Context: an optimization exercise on an open-source flow, tuned for small area, a short achievable clock period and few clock cycles. The choices shown serve that exercise and are no tape-out recipe. RTL that was checked went through simulation tests only; none was proved equivalent to the original. For run 1, only the layout was checked, not whether the RTL still works.

==> flow/design.v, too long to show whole: its modules and the start of the top module <==
// module crc_channel: 3781 lines
// module crc_x2: 7 lines
module crc_channel (
    input  wire        clk,
    input  wire        rst,             
    input  wire        cmd_go,
    input  wire [2:0]  cmd_set,
    input  wire        cmd_expect_en,
    input  wire [31:0] cmd_len,
    input  wire [63:0] cmd_exp,
    input  wire        cmd_terminate,
    input  wire        in_valid,
    output wire        in_ready,
    input  wire [63:0] in_data,
    output reg         done,
    output wire [1:0]  state,
    output reg  [7:0]  code,
    output reg         match,
    output reg  [63:0] result
);
  // ...
==> flow/flow/run.sh <==
#!/bin/bash
# The standard layout (standard.sh: standard synthesis, floorplan, placement,
# CTS, routing, finish), with one change: the buffers that buffer_ports puts on
# every input and output port are sky130_fd_sc_hd__buf_2 cells instead of the
# cell buffer_ports picks by itself (clkdlybuf4s50_1, a delay cell).
# make's full output goes to flow_make.log here; each ORFS step also writes its
# own log under orfs/logs/.
set -euo pipefail
bash standard.sh 'BUFFER_PORTS_ARGS=-buffer_cell sky130_fd_sc_hd__buf_2' finish > flow_make.log 2>&1
==> flow/standard.sh <==
#!/bin/bash
# synth_recipe.tcl (not shown) runs the flow's synth.tcl, then flattens the netlist and writes it again
# the make line also repeats each setting of config.mk as NAME=value (left out here)
make -C /OpenROAD-flow-scripts/flow DESIGN_CONFIG=/design/flow/config.mk WORK_HOME=/design/flow/orfs CLKGATE_MAP_FILE= SYNTH_SCRIPT=/design/flow/synth_recipe.tcl "${@:-finish}"
==> flow/config.mk <==
export PLATFORM = sky130hd
export DESIGN_NAME = crc_channel
export DESIGN_NICKNAME = crc_channel
export VERILOG_FILES = /design/flow/design.v
export SDC_FILE = /design/flow/constraint.sdc
export NUM_CORES = 4
export LEC_CHECK = 0
export CAP_MARGIN = 20
export CORE_MARGIN = 2
export CORE_UTILIZATION = 40
export SLEW_MARGIN = 20
export SYNTH_HIERARCHICAL = 1
==> flow/constraint.sdc <==
create_clock -name core_clock -period 20.0 [get_ports {clk}]
set_input_delay 4.0000 -clock core_clock [delete_from_list [all_inputs] [get_ports {clk}]]
set_output_delay 4.0000 -clock core_clock [all_outputs]
set_load 0.01 [all_outputs]
==> impl_results.html, run 1 <==
<table>
<tr><th>Metric</th><th>Value</th></tr>
<tr><th colspan="2">Floorplan</th></tr>
<tr><td>X dimension of the die</td><td>between 200 and 300 um</td></tr>
<tr><td>Die outline area</td><td>~88000 um2</td></tr>
<tr><td>Die Y</td><td>297 um</td></tr>
<tr><th colspan="2">Worst setup path</th></tr>
<tr><td>Slowest-stage cell, CP</td><td>sky130_fd_sc_hd__a221oi_1</td></tr>
<tr><td>Critical R2R Launch</td><td>crc_q[12]$_SDFFE_PN0P_</td></tr>
<tr><td>Critical path class</td><td>flip-flop to flip-flop</td></tr>
<tr><td>Required time of the critical path</td><td>20400 ps</td></tr>
<tr><th colspan="2">CTS</th></tr>
<tr><td>Sinks on the clock net</td><td>around 370</td></tr>
<tr><th colspan="2">Routing</th></tr>
<tr><td>Routed Antenna Nets</td><td>0</td></tr>
<tr><td>Final wirelength</td><td>around 210 mm</td></tr>
<tr><th colspan="2">Final layout</th></tr>
<tr><td>Commonest cells after routing, fill and taps aside</td><td>sky130_fd_sc_hd__xor2_1 (1834), sky130_fd_sc_hd__dfxtp_1 (270), sky130_fd_sc_hd__nor2_1 (256), sky130_fd_sc_hd__buf_4 (254), sky130_fd_sc_hd__buf_2 (241)</td></tr>
<tr><td>FF+latch area</td><td>around 8400 um2</td></tr>
<tr><td>Number of nets in the final layout</td><td>4448</td></tr>
<tr><td>Leading cell type in the layout, fill and taps excluded</td><td>sky130_fd_sc_hd__xor2_1</td></tr>
<tr><td>Final instance area</td><td>between 40000 and 50000 um2</td></tr>
<tr><td>Seq/total area</td><td>0.209</td></tr>
<tr><th colspan="2">Yosys</th></tr>
<tr><td>Post-Synth Simple-Gate Area</td><td>0.0983</td></tr>
<tr><td>Post-Syn Instances</td><td>3925</td></tr>
<tr><td>Ranking of synthesized cells by area</td><td>sky130_fd_sc_hd__xor2_1 (49%), sky130_fd_sc_hd__dfxtp_1 (16%), sky130_fd_sc_hd__edfxtp_1 (8.6%), sky130_fd_sc_hd__nor2_1 (2.8%), sky130_fd_sc_hd__nand2_1 (2.6%)</td></tr>
<tr><th colspan="2">GRT</th></tr>
<tr><td>Number of antenna violations at the first check in global routing</td><td>4</td></tr>
<tr><td>Via count of the first global-routing pass</td><td>between 30000 and 40000</td></tr>
<tr><th colspan="2">Timing</th></tr>
<tr><td>Pins Over Slew Limit</td><td>0</td></tr>
<tr><td>Worst Slack Setup Final</td><td>13470 ps</td></tr>
<tr><td>Transition time at the pin with the least slew margin</td><td>between 1000 and 1500 ps</td></tr>
<tr><td>Hold Slack</td><td>448 ps</td></tr>
<tr><td>Final count of negative-setup-slack endpoints</td><td>0</td></tr>
<tr><td>Total count of hold-check failures in the final report</td><td>0</td></tr>
<tr><th colspan="2">Run status</th></tr>
<tr><td>Status</td><td>timing/DRC/antenna clean</td></tr>
<tr><th colspan="2">Placement</th></tr>
<tr><td>Post-placement cell area</td><td>a little under 40000 um2</td></tr>
</table>
==> run 2, diff against run 1 <==
--- a/flow/design.v
+++ b/flow/design.v
@@ -3688,23 +3688,29 @@
     assign nat[60] = (sel_q[4] & crc_q[4]);
     assign nat[61] = (sel_q[4] & crc_q[5]);
     assign nat[62] = (sel_q[4] & crc_q[6]);
     assign nat[63] = (sel_q[4] & crc_q[7]);
     wire [63:0] xorout  = {32'h0, {24{sel_q[0] | sel_q[1]}}, {8{sel_q[0] | sel_q[1] | sel_q[3]}}};
     wire [63:0] res_new = nat ^ xorout;
     wire        eq      = (nat == xexp_q);
     wire [63:0] xo_in  = {32'h0, {24{sel_in[0] | sel_in[1]}}, {8{sel_in[0] | sel_in[1] | sel_in[3]}}};
-    wire [2:0]  p_in   = 3'd0 - cmd_len[2:0];
-    wire [7:0]  mask_in;
-    generate
-        for (gj = 0; gj < 8; gj = gj + 1) begin : g_mask
-            assign mask_in[gj] = (gj >= p_in);
-        end
-    endgenerate
+    reg [7:0]   mask_in;
+    always @(*) begin
+        case (cmd_len[2:0])
+            3'd0: mask_in = 8'hFF;
+            3'd1: mask_in = 8'h80;
+            3'd2: mask_in = 8'hC0;
+            3'd3: mask_in = 8'hE0;
+            3'd4: mask_in = 8'hF0;
+            3'd5: mask_in = 8'hF8;
+            3'd6: mask_in = 8'hFC;
+            default: mask_in = 8'hFE;
+        endcase
+    end
     assign m_in = run_q ? mask_q : mask_in;
     integer i;
     assign in_ready = rdy_q;
     assign state    = {1'b0, st_q};
     always @(posedge clk) begin
         head_q  <= head_in;
         tail_q  <= tail_in[55:0];
         valid_q <= take;
==> flow/config.mk (replaced) <==
export PLATFORM = sky130hd
export DESIGN_NAME = crc_channel
export DESIGN_NICKNAME = crc_channel
export VERILOG_FILES = /design/flow/design.v
export SDC_FILE = /design/flow/constraint.sdc
export NUM_CORES = 4
export LEC_CHECK = 0
export CAP_MARGIN = 20
export CORE_MARGIN = 2
export CORE_UTILIZATION = 40
export SLEW_MARGIN = 50
export SYNTH_HIERARCHICAL = 1
==> run 2 against run 1 <==
Still clean. Non-clock buffer count is 13 higher. Via count is 0.26% higher. Largest cell class unchanged.
==> impl_results.html, run 2 <==
<table>
<tr><th>Metric</th><th>Value</th></tr>
<tr><th colspan="2">Run status</th></tr>
<tr><td>Status</td><td>timing/DRC/antenna clean</td></tr>
<tr><th colspan="2">Routing</th></tr>
<tr><td>DRC errors left</td><td>0</td></tr>
<tr><td>Number of detailed-routing iterations run before antenna repair</td><td>6</td></tr>
<tr><td>Number of DRC markers in iteration 0</td><td>about 5600</td></tr>
<tr><td>Final wirelength</td><td>217 mm (+1.3%)</td></tr>
<tr><td>Count of vias placed by the detailed router</td><td>33200</td></tr>
<tr><td>Routed Antenna Nets</td><td>0 (unchanged)</td></tr>
<tr><td>Via-to-Cell Ratio</td><td>approximately 6.1</td></tr>
<tr><td>Wire length per cell after detailed routing</td><td>39.8 um</td></tr>
<tr><th colspan="2">Worst setup path</th></tr>
<tr><td>Critical path class</td><td>input pin to flip-flop</td></tr>
<tr><td>Category of cells accounting for the largest share of critical-path delay</td><td>buffers and inverters</td></tr>
<tr><td>Worst setup EP type</td><td>flip-flop</td></tr>
<tr><td>Crit path buf inv count</td><td>4</td></tr>
<tr><td>Arrival time at the worst endpoint</td><td>around 6500 ps</td></tr>
<tr><td>Sequence of cells on the critical path</td><td>buf_2 &gt; mux2i_4 &gt; buf_4 &gt; inv_2 &gt; buf_4 &gt; and2_1 &gt; a211oi_1 &gt; nor2_1 &gt; a22oi_1 &gt; nor2_1</td></tr>
<tr><td>Required time of the critical path</td><td>20450 ps (+50 ps)</td></tr>
<tr><td>Slowest-stage cell, CP</td><td>sky130_fd_sc_hd__buf_4</td></tr>
<tr><td>Kind of start point of the critical path</td><td>input pin</td></tr>
<tr><td>Maximum single-stage delay on the critical path</td><td>approximately 450 ps</td></tr>
<tr><td>Critical path peak fanout</td><td>45</td></tr>
<tr><th colspan="2">CTS</th></tr>
<tr><td>Worst skew pair latency</td><td>580 ps</td></tr>
<tr><td>Clock transition at path regs</td><td>approximately 70 ps</td></tr>
<tr><td>Inserted Clock Buffers</td><td>37</td></tr>
<tr><td>Hold bufs inserted after CTS</td><td>0</td></tr>
<tr><td>Number of levels the H-tree was split into</td><td>2</td></tr>
<tr><td>CTS tree</td><td>done</td></tr>
<tr><td>Root buffer cell</td><td>sky130_fd_sc_hd__clkbuf_16</td></tr>
<tr><td>Number of gates resized after cts</td><td>0</td></tr>
<tr><td>Max Root-Sink Buffers</td><td>3</td></tr>
<tr><td>Sinks on the clock net</td><td>371 (unchanged)</td></tr>
<tr><td># Post-CTS Setup Buffers</td><td>0</td></tr>
<tr><th colspan="2">Yosys</th></tr>
<tr><td>Share of Yosys cell area claimed by the top area cell type</td><td>0.483</td></tr>
<tr><td>Cell type with the highest aggregate area in the netlist</td><td>sky130_fd_sc_hd__xor2_1</td></tr>
<tr><td>Proportion of synthesized flip-flops having asynchronous set or reset</td><td>0</td></tr>
<tr><td>Most common flop cell mapped by yosys</td><td>sky130_fd_sc_hd__dfxtp_1</td></tr>
<tr><td>Synthesized area divided by synthesized cell count</td><td>8.72 um2</td></tr>
<tr><td>Number of synthesized register bits</td><td>371</td></tr>
<tr><td>Number of enable-type register cells in the synthesized netlist</td><td>99</td></tr>
<tr><td>Seq/Total Area, Yosys</td><td>0.246</td></tr>
<tr><td>Ranking of synthesized cells by area</td><td>sky130_fd_sc_hd__xor2_1 (48%), sky130_fd_sc_hd__dfxtp_1 (16%), sky130_fd_sc_hd__edfxtp_1 (8.7%), sky130_fd_sc_hd__nor2_1 (3.6%), sky130_fd_sc_hd__xnor2_1 (2.7%)</td></tr>
<tr><td>Commonest cells in the synthesized netlist</td><td>sky130_fd_sc_hd__xor2_1 (1887), sky130_fd_sc_hd__nor2_1 (326), sky130_fd_sc_hd__dfxtp_1 (272)</td></tr>
<tr><td>Synth warnings</td><td>7</td></tr>
<tr><td>Cell area after synthesis</td><td>around 34000 um2</td></tr>
<tr><td>Most frequent cell after synthesis</td><td>sky130_fd_sc_hd__xor2_1</td></tr>
<tr><td>Post-Syn Instances</td><td>3925 (unchanged)</td></tr>
<tr><td>Synth unique cells</td><td>about 60</td></tr>
<tr><th colspan="2">Flow run</th></tr>
<tr><td>Max-Cap Viols</td><td>0</td></tr>
<tr><th colspan="2">Placement</th></tr>
<tr><td>Dpl ws</td><td>13430 ps</td></tr>
<tr><td>Routability cong.</td><td>roughly 1.1</td></tr>
<tr><td>Post-placement cell area</td><td>39700 um2 (+1.9%)</td></tr>
<tr><td># port buffers</td><td>between 200 and 250</td></tr>
<tr><td>Number of instances in the placed design</td><td>~5400</td></tr>
<tr><td>Dpl hpwl</td><td>169 mm</td></tr>
<tr><th colspan="2">Final layout</th></tr>
<tr><td>Layout area overhead</td><td>20.0%</td></tr>
<tr><td>Filler Cell Count</td><td>8243</td></tr>
<tr><td>Final instance area</td><td>41100 um2 (+2.0%)</td></tr>
<tr><td>Post-route insts no fill</td><td>5466</td></tr>
<tr><td>Share of layout cells above drive strength 1</td><td>0.180</td></tr>
<tr><td>Number of nets in the final layout</td><td>4462 (+0.31%)</td></tr>
<tr><td>Leading cell type in the layout, fill and taps excluded</td><td>sky130_fd_sc_hd__xor2_1</td></tr>
<tr><td>Commonest cells after routing, fill and taps aside</td><td>sky130_fd_sc_hd__xor2_1 (1721), sky130_fd_sc_hd__nor2_1 (323), sky130_fd_sc_hd__dfxtp_1 (269), sky130_fd_sc_hd__buf_4 (252), sky130_fd_sc_hd__buf_2 (247)</td></tr>
<tr><th colspan="2">Floorplan</th></tr>
<tr><td># rows</td><td>107</td></tr>
<tr><td>Starting density of the core</td><td>0.403</td></tr>
<tr><td>Die Y</td><td>297 um (-0.22%)</td></tr>
<tr><td>Count of boundary I/O pins</td><td>around 250</td></tr>
<tr><td>X dimension of the die</td><td>297 um (-0.22%)</td></tr>
<tr><td>Core Footprint</td><td>85000 um2</td></tr>
<tr><td>Die outline area</td><td>87900 um2 (-0.44%)</td></tr>
<tr><th colspan="2">Timing</th></tr>
<tr><td>Headroom to the max-slew limit</td><td>0.404</td></tr>
<tr><td>Transition time at the pin with the least slew margin</td><td>892 ps (-435 ps)</td></tr>
<tr><td>Accumulated negative setup slack</td><td>0 ps</td></tr>
<tr><td>Total count of hold-check failures in the final report</td><td>0 (unchanged)</td></tr>
<tr><td>RSZ-0062 raised after global routing</td><td>false</td></tr>
<tr><td>Setup Skew</td><td>51.5 ps</td></tr>
<tr><td>Worst Slack Setup Final</td><td>13910 ps (+438 ps)</td></tr>
<tr><td>Hold Slack</td><td>456 ps (+7.67 ps)</td></tr>
<tr><td>Timing-limited maximum frequency</td><td>between 150 and 200 MHz</td></tr>
<tr><td>Pins Over Slew Limit</td><td>0 (unchanged)</td></tr>
<tr><td>Shortest clock period the worst path allows after layout</td><td>between 6000 and 7000 ps</td></tr>
<tr><td>Final count of negative-setup-slack endpoints</td><td>0 (unchanged)</td></tr>
<tr><td>Final worst path period share</td><td>0.304</td></tr>
<tr><th colspan="2">GRT</th></tr>
<tr><td>First-pass GRT wire length</td><td>about 280 mm</td></tr>
<tr><td>Congestion Overflow GR</td><td>0</td></tr>
<tr><td>Pin count of the biggest net entering global routing</td><td>150</td></tr>
<tr><td>Via count of the first global-routing pass</td><td>30300 (+0.20%)</td></tr>
<tr><td>Number of antenna violations at the first check in global routing</td><td>11 (+7)</td></tr>
<tr><td>All-Layer GR Usage</td><td>0.481</td></tr>
<tr><th colspan="2">Min path</th></tr>
<tr><td>Hold Crit Class</td><td>flip-flop to flip-flop</td></tr>
</table>
==> run 2: cell types whose count changed after synthesis, sizes merged, moves of 10 or more <==
cell	delta
a221oi	-10
o211ai	-16
nor2	+66
nand3	-12
nand2	-29
xor2	-28
a31oi	-22
a22oi	+16
or3	+12
nor3	-15
xnor2	+26
a21oi	+17
==> run 2: per-stage QoR <==
| stage | utilization |
|---|---|
| 2_1_floorplan | - |
| 3_3_place_gp | 0.455 |
| 3_5_place_dp | 0.467 |
| 4_1_cts | 0.481 |
| 5_1_grt | 0.483 |
| 6_report | 0.483 |
==> run 2: metal layers <==
metal	vias to the layer above	wire, um	track usage	share of wire
met2	2728	84300	0.655	0.39
met5	-	57	0	0.00026
li1	13600	-	-	-
met4	8	16400	0.292	0.075
met1	16200	86600	0.638	0.40
met3	655	30100	0.182	0.14
==> run 2: cells by family (layout without fill, tap and decap cells) <==
kind of cell | count (synthesis) | count (layout) | share of synthesized area
other | 1 | 10 | 0.000110
flip-flops | 371 | 371 | 0.246
buffers and inverters | 205 | 593 | 0.0235
XOR/XNOR | 1991 | 1991 | 0.510
AND/OR/NAND/NOR | 762 | 762 | 0.0997
multiplexers | 68 | 68 | 0.0199
AO/OA/AOI/OAI | 526 | 526 | 0.101
adder cells (fa/ha/maj) | 1 | 1 | 0.000366
==> run 2: worst reg2reg max path, cell delays in order, from the launching register on <==
cell	delay, ps
sky130_fd_sc_hd__dfxtp_1	750
sky130_fd_sc_hd__xor2_1	210
sky130_fd_sc_hd__buf_4	360
sky130_fd_sc_hd__xor2_1	330
sky130_fd_sc_hd__buf_4	430
sky130_fd_sc_hd__xor2_1	580
sky130_fd_sc_hd__buf_4	310
sky130_fd_sc_hd__xor2_1	640
sky130_fd_sc_hd__xor2_1	230
sky130_fd_sc_hd__xor2_1	230
sky130_fd_sc_hd__xor2_1	430
sky130_fd_sc_hd__a222oi_1	180
sky130_fd_sc_hd__nand2_1	380
sky130_fd_sc_hd__xor2_1	250
sky130_fd_sc_hd__a21oi_1	90
==> run 2: area by class of cell <==
type | count | area (um2) | area share
multi-input cells | 3353 | 26600 | 0.648
flip-flops and latches | 371 | 8430 | 0.205
repair buffers | 510 | 3280 | 0.0799
well taps | 1144 | 1430 | 0.0348
clock buffers | 52 | 1080 | 0.0263
clock inverters | 12 | 143 | 0.00347
inverters | 19 | 73.8 | 0.00180
diodes | 5 | 12.5 | 0.000305
==> run 2: worst paths after layout <==
path                                                end               startpoint  slack, ps  cells past startpoint
worst max-delay path              head_q[46]$_SDFF_PN0_               cmd_len[0]      13910                     10
worst min-delay path            result[48]$_SDFFE_PP0P_  result[48]$_SDFFE_PP0P_        460                      2
worst max register to register    crc_q[6]$_SDFFE_PN0P_   crc_q[15]$_SDFFE_PN0P_      14480                     14
worst min register to register  result[48]$_SDFFE_PP0P_  result[48]$_SDFFE_PP0P_        460                      2
==> run 2: Yosys stat by module (local to each module, per instance) <==
module / cells / flops+latches / cell area [um2]
crc_channel: 2183 / 371 / 19000
crc_x2: 1 / 0 / 8.76
Testbench counts of run 2, summed over its fixed seeds: cycles 18,581.
==> run 3, diff against run 2 <==
--- a/flow/config.mk
+++ b/flow/config.mk
@@ -9,4 +9,4 @@
 export CORE_MARGIN = 2
 export CORE_UTILIZATION = 40
-export SLEW_MARGIN = 50
+export SLEW_MARGIN = 20
 export SYNTH_HIERARCHICAL = 1
==> run 3 against run 2 <==
Cell count barely moved. First-iteration DRC count shrank 0.16%. Cell area is 2.5% lower. Wire length fell by 0.21%. Worst setup slack got worse by 51 ps. Synthesized cell count unchanged. Sequential share of layout area increased by 0.52 points.
==> impl_results.html, run 3 <==
<table>
<tr><th>Metric</th><th>Value</th></tr>
<tr><th colspan="2">Floorplan</th></tr>
<tr><td>Count of boundary I/O pins</td><td>246 (unchanged)</td></tr>
<tr><td>Die outline area</td><td>87900 um2 (unchanged)</td></tr>
<tr><td>X dimension of the die</td><td>297 um (unchanged)</td></tr>
<tr><td>Core Footprint</td><td>85000 um2 (unchanged)</td></tr>
<tr><td>Starting density of the core</td><td>0.403 (unchanged)</td></tr>
<tr><td># rows</td><td>107 (unchanged)</td></tr>
<tr><td>Die Y</td><td>297 um (unchanged)</td></tr>
<tr><th colspan="2">Routing</th></tr>
<tr><td>Count of vias placed by the detailed router</td><td>33300 (+0.25%)</td></tr>
<tr><td>Via-to-Cell Ratio</td><td>6.09 (+0.31%)</td></tr>
<tr><td>Final wirelength</td><td>217 mm (-0.21%)</td></tr>
<tr><td>DRC errors left</td><td>0 (unchanged)</td></tr>
<tr><td>Number of DRC markers in iteration 0</td><td>5568 (-0.16%)</td></tr>
<tr><td>Wire length per cell after detailed routing</td><td>39.7 um (-0.15%)</td></tr>
<tr><td>Routed Antenna Nets</td><td>0 (unchanged)</td></tr>
<tr><td>Number of detailed-routing iterations run before antenna repair</td><td>6 (unchanged)</td></tr>
<tr><th colspan="2">Min path</th></tr>
<tr><td>Number of stages on the worst hold path</td><td>2 (unchanged)</td></tr>
<tr><td>Startpoint of the tightest hold check path</td><td>result[23]$_SDFFE_PP0P_</td></tr>
<tr><td>Hold Crit Class</td><td>flip-flop to flip-flop</td></tr>
<tr><th colspan="2">CTS</th></tr>
<tr><td>Inserted Clock Buffers</td><td>38 (+2.7%)</td></tr>
<tr><td>CTS tree</td><td>done</td></tr>
<tr><td>Root buffer cell</td><td>sky130_fd_sc_hd__clkbuf_16</td></tr>
<tr><td>Max Root-Sink Buffers</td><td>3 (unchanged)</td></tr>
<tr><td>Sinks on the clock net</td><td>371 (unchanged)</td></tr>
<tr><td>Clock transition at path regs</td><td>70 ps (about the same)</td></tr>
<tr><td>Number of levels the H-tree was split into</td><td>2 (unchanged)</td></tr>
<tr><td>Number of gates resized after cts</td><td>0 (unchanged)</td></tr>
<tr><td>Worst skew pair latency</td><td>580 ps (about the same)</td></tr>
<tr><td># Post-CTS Setup Buffers</td><td>0 (unchanged)</td></tr>
<tr><td>Hold bufs inserted after CTS</td><td>0 (unchanged)</td></tr>
<tr><th colspan="2">Yosys</th></tr>
<tr><td>Post-Syn Instances</td><td>3925 (unchanged)</td></tr>
<tr><td>Seq/Total Area, Yosys</td><td>0.246 (unchanged)</td></tr>
<tr><td>Number of synthesized register bits</td><td>371 (unchanged)</td></tr>
<tr><td>Cell area after synthesis</td><td>34200 um2 (unchanged)</td></tr>
<tr><td>Cell type with the highest aggregate area in the netlist</td><td>sky130_fd_sc_hd__xor2_1</td></tr>
<tr><td>Synth unique cells</td><td>61 (unchanged)</td></tr>
<tr><td>Number of enable-type register cells in the synthesized netlist</td><td>99 (unchanged)</td></tr>
<tr><td>Most frequent cell after synthesis</td><td>sky130_fd_sc_hd__xor2_1</td></tr>
<tr><td>Commonest cells in the synthesized netlist</td><td>sky130_fd_sc_hd__xor2_1 (1887), sky130_fd_sc_hd__nor2_1 (326), sky130_fd_sc_hd__dfxtp_1 (272)</td></tr>
<tr><td>Share of Yosys cell area claimed by the top area cell type</td><td>0.483 (unchanged)</td></tr>
<tr><td>Most common flop cell mapped by yosys</td><td>sky130_fd_sc_hd__dfxtp_1</td></tr>
<tr><td>Ranking of synthesized cells by area</td><td>sky130_fd_sc_hd__xor2_1 (48%), sky130_fd_sc_hd__dfxtp_1 (16%), sky130_fd_sc_hd__edfxtp_1 (8.7%), sky130_fd_sc_hd__nor2_1 (3.6%), sky130_fd_sc_hd__xnor2_1 (2.7%)</td></tr>
<tr><td>Synth warnings</td><td>7 (unchanged)</td></tr>
<tr><td>Synthesized area divided by synthesized cell count</td><td>8.72 um2 (unchanged)</td></tr>
<tr><td>Proportion of synthesized flip-flops having asynchronous set or reset</td><td>0 (unchanged)</td></tr>
<tr><th colspan="2">Placement</th></tr>
<tr><td>Dpl ws</td><td>13420 ps (-11.0 ps)</td></tr>
<tr><td>Dpl hpwl</td><td>168 mm (-0.36%)</td></tr>
<tr><td>Number of instances in the placed design</td><td>5383 (-0.20%)</td></tr>
<tr><td># port buffers</td><td>240 (unchanged)</td></tr>
<tr><td>Routability cong.</td><td>1.12 (unchanged)</td></tr>
<tr><th colspan="2">Final layout</th></tr>
<tr><td>Filler Cell Count</td><td>8316 (+0.89%)</td></tr>
<tr><td>Leading cell type in the layout, fill and taps excluded</td><td>sky130_fd_sc_hd__xor2_1</td></tr>
<tr><td>Layout area overhead</td><td>17.1%</td></tr>
<tr><td>Number of nets in the final layout</td><td>4450 (-0.27%)</td></tr>
<tr><td>Commonest cells after routing, fill and taps aside</td><td>sky130_fd_sc_hd__xor2_1 (1817), sky130_fd_sc_hd__nor2_1 (324), sky130_fd_sc_hd__dfxtp_1 (270), sky130_fd_sc_hd__buf_4 (254), sky130_fd_sc_hd__buf_2 (242)</td></tr>
<tr><td>Post-route insts no fill</td><td>5463 (-0.055%)</td></tr>
<tr><td>Share of layout cells above drive strength 1</td><td>0.153 (-0.0269)</td></tr>
<tr><th colspan="2">Timing</th></tr>
<tr><td>Headroom to the max-slew limit</td><td>0.143 (-0.260)</td></tr>
<tr><td>Timing-limited maximum frequency</td><td>163 MHz (-0.83%)</td></tr>
<tr><td>Pins Over Slew Limit</td><td>0 (unchanged)</td></tr>
<tr><td>Final count of negative-setup-slack endpoints</td><td>0 (unchanged)</td></tr>
<tr><td>Setup Skew</td><td>38.4 ps (-13.1 ps)</td></tr>
<tr><td>Final worst path period share</td><td>0.307 (+0.00256)</td></tr>
<tr><td>Transition time at the pin with the least slew margin</td><td>1280 ps (+389 ps)</td></tr>
<tr><td>Worst Slack Setup Final</td><td>13860 ps (-51.1 ps)</td></tr>
<tr><td>Shortest clock period the worst path allows after layout</td><td>6140 ps (+51.1 ps)</td></tr>
<tr><td>Accumulated negative setup slack</td><td>0 ps (unchanged)</td></tr>
<tr><td>Hold Slack</td><td>452 ps (-3.75 ps)</td></tr>
<tr><td>RSZ-0062 raised after global routing</td><td>false</td></tr>
<tr><td>Total count of hold-check failures in the final report</td><td>0 (unchanged)</td></tr>
<tr><th colspan="2">Worst setup path</th></tr>
<tr><td>Maximum single-stage delay on the critical path</td><td>460 ps (about the same)</td></tr>
<tr><td>Critical R2R Launch</td><td>crc_q[52]$_SDFFE_PN0P_</td></tr>
<tr><td>Source of the critical timing path</td><td>cmd_len[0]</td></tr>
<tr><td>Arrival time at the worst endpoint</td><td>6570 ps (+40 ps)</td></tr>
<tr><td>Critical path peak fanout</td><td>45 (unchanged)</td></tr>
<tr><td>Sequence of cells on the critical path</td><td>buf_2 &gt; mux2i_4 &gt; buf_4 &gt; inv_2 &gt; buf_4 &gt; and2_1 &gt; a211oi_1 &gt; nor2_1 &gt; a22oi_1 &gt; nor2_1</td></tr>
<tr><td>Kind of start point of the critical path</td><td>input pin</td></tr>
<tr><td>Slowest-stage cell, CP</td><td>sky130_fd_sc_hd__buf_4</td></tr>
<tr><td>Worst Reg2Reg Path Length in Cells</td><td>11 (-3)</td></tr>
<tr><td>Critical path class</td><td>input pin to flip-flop</td></tr>
<tr><td>Worst setup EP type</td><td>flip-flop</td></tr>
<tr><td>Required time of the critical path</td><td>20430 ps (-20 ps)</td></tr>
<tr><th colspan="2">GRT</th></tr>
<tr><td>Pin count of the biggest net entering global routing</td><td>150 (unchanged)</td></tr>
<tr><td>Met3 routing resource usage after global routing</td><td>0.184 (+0.00276)</td></tr>
<tr><td>Congestion Overflow GR</td><td>0 (unchanged)</td></tr>
<tr><td>Busiest layer in global routing</td><td>met2</td></tr>
<tr><td>Number of antenna violations at the first check in global routing</td><td>7 (-4)</td></tr>
<tr><td>Met2 usage</td><td>0.646 (-0.00883)</td></tr>
<tr><td>Via count of the first global-routing pass</td><td>30000 (-0.86%)</td></tr>
<tr><td>All-Layer GR Usage</td><td>0.479 (-0.00259)</td></tr>
<tr><td>Global-route track usage on met1</td><td>0.633 (-0.00477)</td></tr>
<tr><td>First-pass GRT wire length</td><td>278 mm (-0.51%)</td></tr>
<tr><th colspan="2">Run status</th></tr>
<tr><td>Status</td><td>timing/DRC/antenna clean</td></tr>
<tr><th colspan="2">Flow run</th></tr>
<tr><td>Max-Cap Viols</td><td>0 (unchanged)</td></tr>
</table>
## run 3: per-module statistics from Yosys, one instance, submodules excluded
| module | copies in the design | flops+latches | area (um2) |
|---|---|---|---|
| crc_x2 | 1742 | 0 | 8.76 |
| crc_channel | 1 | 371 | 19000 |
## run 3: final timing paths
kind / end / slack, ps
worst max-delay path: head_q[46]$_SDFF_PN0_ / 13860
worst max register to register: crc_q[43]$_SDFFE_PN0P_ / 14060
worst min-delay path: result[23]$_SDFFE_PP0P_ / 450
worst min register to register: result[23]$_SDFFE_PP0P_ / 450
## run 3: cells by family after synthesis
family          synth area share
fa+ha+maj               0.000366
flops                      0.246
xor+xnor                   0.510
compound gates             0.101
other cells             0.000110
mux                       0.0199
buf+inv                   0.0235
simple gates              0.0997
## run 3: critical path: cells and delay by family
kind / cells / cell delay, ps
AOI/OAI and AO/OA: 2 / 660
buffers and inverters: 4 / 1320
muxes: 1 / 140
and+or+nand+nor: 3 / 430
## run 3: cell type report
cell class | count | area, um2 | area share
well taps | 1144 | 1430 | 0.0357
repair buffers | 497 | 3140 | 0.0783
flip-flops and latches | 371 | 8430 | 0.210
clock inverters | 20 | 214 | 0.00534
clock buffers | 50 | 1080 | 0.0269
diodes | 9 | 22.5 | 0.000562
inverters | 19 | 73.8 | 0.00184
multi-input cells | 3353 | 25700 | 0.641
## run 3: per-layer routing
layer	up-vias	wire length, um
met4	4	16900
met3	628	30200
met1	16300	86500
met2	2682	83500
li1	13700	-
met5	-	27
## run 3: through the flow
step	area [um2]	util
detailed placement	38700	0.456
global route	40000	0.471
floorplan	34200	-
finish	40100	0.471
global placement	38700	0.455
CTS	40000	0.471
==> run 4, diff against run 3 <==
--- a/flow/config.mk
+++ b/flow/config.mk
@@ -9,4 +9,5 @@
 export CORE_MARGIN = 2
 export CORE_UTILIZATION = 40
+export CTS_BUF_LIST = sky130_fd_sc_hd__clkbuf_8
 export SLEW_MARGIN = 20
 export SYNTH_HIERARCHICAL = 1
==> run 4 against run 3 <==
Still clean. Register-to-register slack worse by 130 ps. Via count down 0.50%. Cell count up 0.48%. Sequential cell count unchanged. Core utilization down 0.11 points. First-iteration DRC count down 3.3%. Critical endpoint is now crc_q[27]$_SDFFE_PN0P_.
==> impl_results.html, run 4 <==
<table>
<tr><th>Metric</th><th>Value</th></tr>
<tr><th colspan="2">Min path</th></tr>
<tr><td>Startpoint of the tightest hold check path</td><td>result[23]$_SDFFE_PP0P_</td></tr>
<tr><td>Hold Crit Class</td><td>flip-flop to flip-flop</td></tr>
<tr><th colspan="2">CTS</th></tr>
<tr><td>Clock transition at path regs</td><td>70 ps (about the same)</td></tr>
<tr><td>Max Root-Sink Buffers</td><td>3 (unchanged)</td></tr>
<tr><td>Inserted Clock Buffers</td><td>56 (+47%)</td></tr>
<tr><td>Root buffer cell</td><td>sky130_fd_sc_hd__clkbuf_8</td></tr>
<tr><td>Worst skew pair latency</td><td>680 ps (+100 ps)</td></tr>
<tr><td>Number of levels the H-tree was split into</td><td>2 (unchanged)</td></tr>
<tr><td># Post-CTS Setup Buffers</td><td>0 (unchanged)</td></tr>
<tr><td>Hold bufs inserted after CTS</td><td>0 (unchanged)</td></tr>
<tr><td>CTS tree</td><td>done</td></tr>
<tr><td>Sinks on the clock net</td><td>371 (unchanged)</td></tr>
<tr><td>Number of gates resized after cts</td><td>0 (unchanged)</td></tr>
<tr><th colspan="2">Routing</th></tr>
<tr><td>Number of detailed-routing iterations run before antenna repair</td><td>8 (+2)</td></tr>
<tr><td>Wire length per cell after detailed routing</td><td>39.5 um (-0.65%)</td></tr>
<tr><td>Routed Antenna Nets</td><td>0 (unchanged)</td></tr>
<tr><td>Via-to-Cell Ratio</td><td>6.03 (-0.97%)</td></tr>
<tr><td>Number of DRC markers in iteration 0</td><td>5384 (-3.3%)</td></tr>
<tr><td>Final wirelength</td><td>217 mm (-0.17%)</td></tr>
<tr><td>DRC errors left</td><td>0 (unchanged)</td></tr>
<tr><td>Count of vias placed by the detailed router</td><td>33100 (-0.50%)</td></tr>
<tr><th colspan="2">Worst setup path</th></tr>
<tr><td>Crit path buf inv count</td><td>3 (-1)</td></tr>
<tr><td>Worst setup EP type</td><td>flip-flop</td></tr>
<tr><td>End point of the critical path</td><td>crc_q[27]$_SDFFE_PN0P_</td></tr>
<tr><td>Maximum single-stage delay on the critical path</td><td>1070 ps (+610 ps)</td></tr>
<tr><td>Critical R2R Launch</td><td>crc_q[49]$_SDFFE_PN0P_</td></tr>
<tr><td>Flop-to-flop setup slack</td><td>13930 ps (-130 ps)</td></tr>
<tr><td>Critical path class</td><td>flip-flop to flip-flop</td></tr>
<tr><td>Required time of the critical path</td><td>20500 ps (+70 ps)</td></tr>
<tr><td>Depth of the critical timing path with buffers and inverters included</td><td>14 (+4)</td></tr>
<tr><td>Worst Reg2Reg Path Length in Cells</td><td>14 (+3)</td></tr>
<tr><td>Category of cells accounting for the largest share of critical-path delay</td><td>XOR/XNOR gates</td></tr>
<tr><td>Top cell by count, worst path</td><td>sky130_fd_sc_hd__xor2_1</td></tr>
<tr><td>Slowest-stage cell, CP</td><td>sky130_fd_sc_hd__xor2_1</td></tr>
<tr><td>Arrival time at the worst endpoint</td><td>6570 ps (about the same)</td></tr>
<tr><td>Kind of start point of the critical path</td><td>flip-flop</td></tr>
<tr><td>Sequence of cells on the critical path</td><td>xor2_1 &gt; buf_4 &gt; xor2_4 &gt; buf_4 &gt; xor2_2 &gt; buf_4 &gt; xor2_1 &gt; xor2_1 &gt; xor2_1 &gt; xor2_1 &gt; a222oi_1 &gt; xor2_1 &gt; mux2i_1 &gt; nor2_1</td></tr>
<tr><td>Reg-to-reg critical path endpoint</td><td>crc_q[27]$_SDFFE_PN0P_</td></tr>
<tr><td>Source of the critical timing path</td><td>crc_q[49]$_SDFFE_PN0P_</td></tr>
<tr><td>Critical path peak fanout</td><td>9 (-80%)</td></tr>
<tr><th colspan="2">Timing</th></tr>
<tr><td>Pins Over Slew Limit</td><td>0 (unchanged)</td></tr>
<tr><td>Setup Skew</td><td>46.5 ps (+8.05 ps)</td></tr>
<tr><td>Shortest clock period the worst path allows after layout</td><td>6070 ps (-70.0 ps)</td></tr>
<tr><td>RSZ-0062 raised after global routing</td><td>false</td></tr>
<tr><td>Accumulated negative setup slack</td><td>0 ps (unchanged)</td></tr>
<tr><td>Timing-limited maximum frequency</td><td>165 MHz (+1.2%)</td></tr>
<tr><td>Transition time at the pin with the least slew margin</td><td>1330 ps (+51.1 ps)</td></tr>
<tr><td>Final worst path period share</td><td>0.303 (-0.00350)</td></tr>
<tr><td>Total count of hold-check failures in the final report</td><td>0 (unchanged)</td></tr>
<tr><td>Headroom to the max-slew limit</td><td>0.109 (-0.0342)</td></tr>
<tr><td>Final count of negative-setup-slack endpoints</td><td>0 (unchanged)</td></tr>
<tr><th colspan="2">Yosys</th></tr>
<tr><td>Number of synthesized register bits</td><td>371 (unchanged)</td></tr>
<tr><td>Fraction of the mapped netlist area in adder cells</td><td>0.000366 (unchanged)</td></tr>
<tr><td>Post-Synth Simple-Gate Area</td><td>0.0997 (unchanged)</td></tr>
<tr><td>Xor and xnor fraction of the mapped netlist area</td><td>0.510 (unchanged)</td></tr>
<tr><td>Combinational family with the most area after synthesis</td><td>XOR/XNOR gates</td></tr>
<tr><td>Synth warnings</td><td>7 (unchanged)</td></tr>
<tr><td>Ranking of synthesized cells by area</td><td>sky130_fd_sc_hd__xor2_1 (48%), sky130_fd_sc_hd__dfxtp_1 (16%), sky130_fd_sc_hd__edfxtp_1 (8.7%), sky130_fd_sc_hd__nor2_1 (3.6%), sky130_fd_sc_hd__xnor2_1 (2.7%)</td></tr>
<tr><td>Seq/Total Area, Yosys</td><td>0.246 (unchanged)</td></tr>
<tr><td>Most common flop cell mapped by yosys</td><td>sky130_fd_sc_hd__dfxtp_1</td></tr>
<tr><td>Commonest cells in the synthesized netlist</td><td>sky130_fd_sc_hd__xor2_1 (1887), sky130_fd_sc_hd__nor2_1 (326), sky130_fd_sc_hd__dfxtp_1 (272)</td></tr>
<tr><td>Synth unique cells</td><td>61 (unchanged)</td></tr>
<tr><td>Share of Yosys cell area claimed by the top area cell type</td><td>0.483 (unchanged)</td></tr>
<tr><td>Number of enable-type register cells in the synthesized netlist</td><td>99 (unchanged)</td></tr>
<tr><td>Proportion of synthesized flip-flops having asynchronous set or reset</td><td>0 (unchanged)</td></tr>
<tr><td>Share of the synthesized area in compound gates (AO/OA/AOI/OAI)</td><td>0.101 (unchanged)</td></tr>
<tr><td>Synthesized area divided by synthesized cell count</td><td>8.72 um2 (unchanged)</td></tr>
<tr><td>Cell type with the highest aggregate area in the netlist</td><td>sky130_fd_sc_hd__xor2_1</td></tr>
<tr><td>Most frequent cell after synthesis</td><td>sky130_fd_sc_hd__xor2_1</td></tr>
<tr><td>Post-Syn Instances</td><td>3925 (unchanged)</td></tr>
<tr><td>Cell area after synthesis</td><td>34200 um2 (unchanged)</td></tr>
<tr><td>Multiplexer area fraction after synthesis</td><td>0.0199 (unchanged)</td></tr>
<tr><th colspan="2">Placement</th></tr>
<tr><td>Routability cong.</td><td>1.12 (unchanged)</td></tr>
<tr><td>Dpl hpwl</td><td>168 mm (unchanged)</td></tr>
<tr><td># port buffers</td><td>240 (unchanged)</td></tr>
<tr><th colspan="2">GRT</th></tr>
<tr><td>First-pass GRT wire length</td><td>278 mm (about the same)</td></tr>
<tr><td>Congestion Overflow GR</td><td>0 (unchanged)</td></tr>
<tr><td>All-Layer GR Usage</td><td>0.478 (about the same)</td></tr>
<tr><td>Pin count of the biggest net entering global routing</td><td>150 (unchanged)</td></tr>
<tr><td>Number of antenna violations at the first check in global routing</td><td>6 (-1)</td></tr>
<tr><td>Via count of the first global-routing pass</td><td>30000 (+0.14%)</td></tr>
<tr><th colspan="2">Floorplan</th></tr>
<tr><td>Core Footprint</td><td>85000 um2 (unchanged)</td></tr>
<tr><td>X dimension of the die</td><td>297 um (unchanged)</td></tr>
<tr><td>Die Y</td><td>297 um (unchanged)</td></tr>
<tr><td># rows</td><td>107 (unchanged)</td></tr>
<tr><td>Count of boundary I/O pins</td><td>246 (unchanged)</td></tr>
<tr><td>Die outline area</td><td>87900 um2 (unchanged)</td></tr>
<tr><td>Starting density of the core</td><td>0.403 (unchanged)</td></tr>
<tr><th colspan="2">Final layout</th></tr>
<tr><td>Filler Cell Count</td><td>8367 (+0.61%)</td></tr>
<tr><td>Layout area overhead</td><td>16.8%</td></tr>
<tr><td>Share of layout cells above drive strength 1</td><td>0.157 (+0.00436)</td></tr>
<tr><td>Leading cell type in the layout, fill and taps excluded</td><td>sky130_fd_sc_hd__xor2_1</td></tr>
<tr><td>Commonest cells after routing, fill and taps aside</td><td>sky130_fd_sc_hd__xor2_1 (1817), sky130_fd_sc_hd__nor2_1 (324), sky130_fd_sc_hd__dfxtp_1 (270), sky130_fd_sc_hd__buf_4 (254), sky130_fd_sc_hd__buf_2 (241)</td></tr>
<tr><td>Number of nets in the final layout</td><td>4468 (+0.40%)</td></tr>
<tr><td>Final standard cell utilization of the core</td><td>0.470 (-0.00110)</td></tr>
<tr><th colspan="2">Flow run</th></tr>
<tr><td>Max-Cap Viols</td><td>0 (unchanged)</td></tr>
<tr><th colspan="2">Run status</th></tr>
<tr><td>Status</td><td>timing/DRC/antenna clean</td></tr>
</table>
run 4: changes by cell type in the layout (fill, tap and decap cells not counted), moves of 2 or more:
cell / delta
sky130_fd_sc_hd__inv_1: +13
sky130_fd_sc_hd__clkbuf_16: -40
sky130_fd_sc_hd__clkinv_1: +2
sky130_fd_sc_hd__clkbuf_8: +70
sky130_fd_sc_hd__clkinv_2: +2
sky130_fd_sc_hd__clkbuf_1: -6
sky130_fd_sc_hd__clkinvlp_4: -4
sky130_fd_sc_hd__clkinv_8: -2
sky130_fd_sc_hd__diode_2: -7
run 4: worst min-delay path by stage:
stage,endpoint,cells after the start
2_1_floorplan,mask_q[7]$_DFF_P_,1
3_3_place_gp,result[45]$_SDFFE_PP0P_,2
3_5_place_dp,result[23]$_SDFFE_PP0P_,2
4_1_cts,result[49]$_SDFFE_PP0P_,2
5_1_grt,result[45]$_SDFFE_PP0P_,2
6_report,result[23]$_SDFFE_PP0P_,2
run 4: layer usage:
metal / track usage / part of all wire / vias up
met5: 0 / 0.00028 / -
met4: 0.301 / 0.080 / 8
met3: 0.180 / 0.14 / 668
met2: 0.645 / 0.38 / 2666
met1: 0.634 / 0.40 / 16100
li1: - / - / 13700
run 4: per-module statistics from Yosys, one instance, submodules excluded:
module / cell area (um2) / cells inside
crc_x2: 8.76 / 1
crc_channel: 19000 / 2183
run 4: layout make-up:
class	instances	area, um2	share of cell area
timing repair buffer	497	3140	0.0787
clock buffer	74	1020	0.0255
inverter	19	73.8	0.00185
tap	1144	1430	0.0358
multi-input combinational	3353	25700	0.642
antenna	2	5.00	0.000125
clock inverter	29	191	0.00479
sequential	371	8430	0.211
run 4: metrics by stage:
stage / hold slack [ps] / instances / worst slack (ps) / area [um2]
global route: 467 / 5487 / 13850 / 40000
floorplan: 432 / 3929 / 14040 / 34200
CTS: 451 / 5486 / 14080 / 39900
detailed placement: 445 / 5383 / 13420 / 38700
finish: 450 / 5489 / 13930 / 40000
global placement: 439 / 5381 / 13430 / 38700
run 4: cells by family after synthesis:
logic type               count (synthesis)
other                                    1
multiplexers                            68
AND/OR/NAND/NOR                        762
flip-flops                             371
XOR/XNOR                              1991
adder cells (fa/ha/maj)                  1
buffers and inverters                  205
AO/OA/AOI/OAI                          526
run 4: tightest hold or removal path: stages (launching register included):
cell and delay (ps):
sky130_fd_sc_hd__dfxtp_1 310, sky130_fd_sc_hd__nand2_1 50, sky130_fd_sc_hd__a21oi_1 50

[static timing again, ports no longer ideal]
No port has a modelled driver above. Below, the same layouts with a new extraction and two added sets of constraints.
Step 1, drivers: a clkbuf_16 drives clk and a buf_2 each remaining input, both assumed.
Step 2 also shifts input and output timing later by t, the mid clock arrival at the registers, as if the neighbouring blocks saw the same clock.
Three values: ideal ports, drivers, drivers and shift; two values: the first two.
run | shift t [ns] | setup slack, ns | worst setup path after step 2 | latest minus earliest clock arrival (ns)
run 1 | 0.613 | 13.473 / 13.473 / 13.025 | input to register | 0.021 / 0.021
run 2 | 0.617 | 13.912 / 13.938 / 13.322 | input to register | 0.053 / 0.053
run 3 | 0.619 | 13.861 / 13.887 / 13.268 | input to register | 0.039 / 0.039
run 4 | 0.707 | 13.931 / 13.931 / 13.326 | input to register | 0.046 / 0.046
After both steps every run listed still meets setup and hold. For run 4, which loses most, drivers alone change the setup slack by 0.000 ns; drivers and shift together by -0.605 ns.
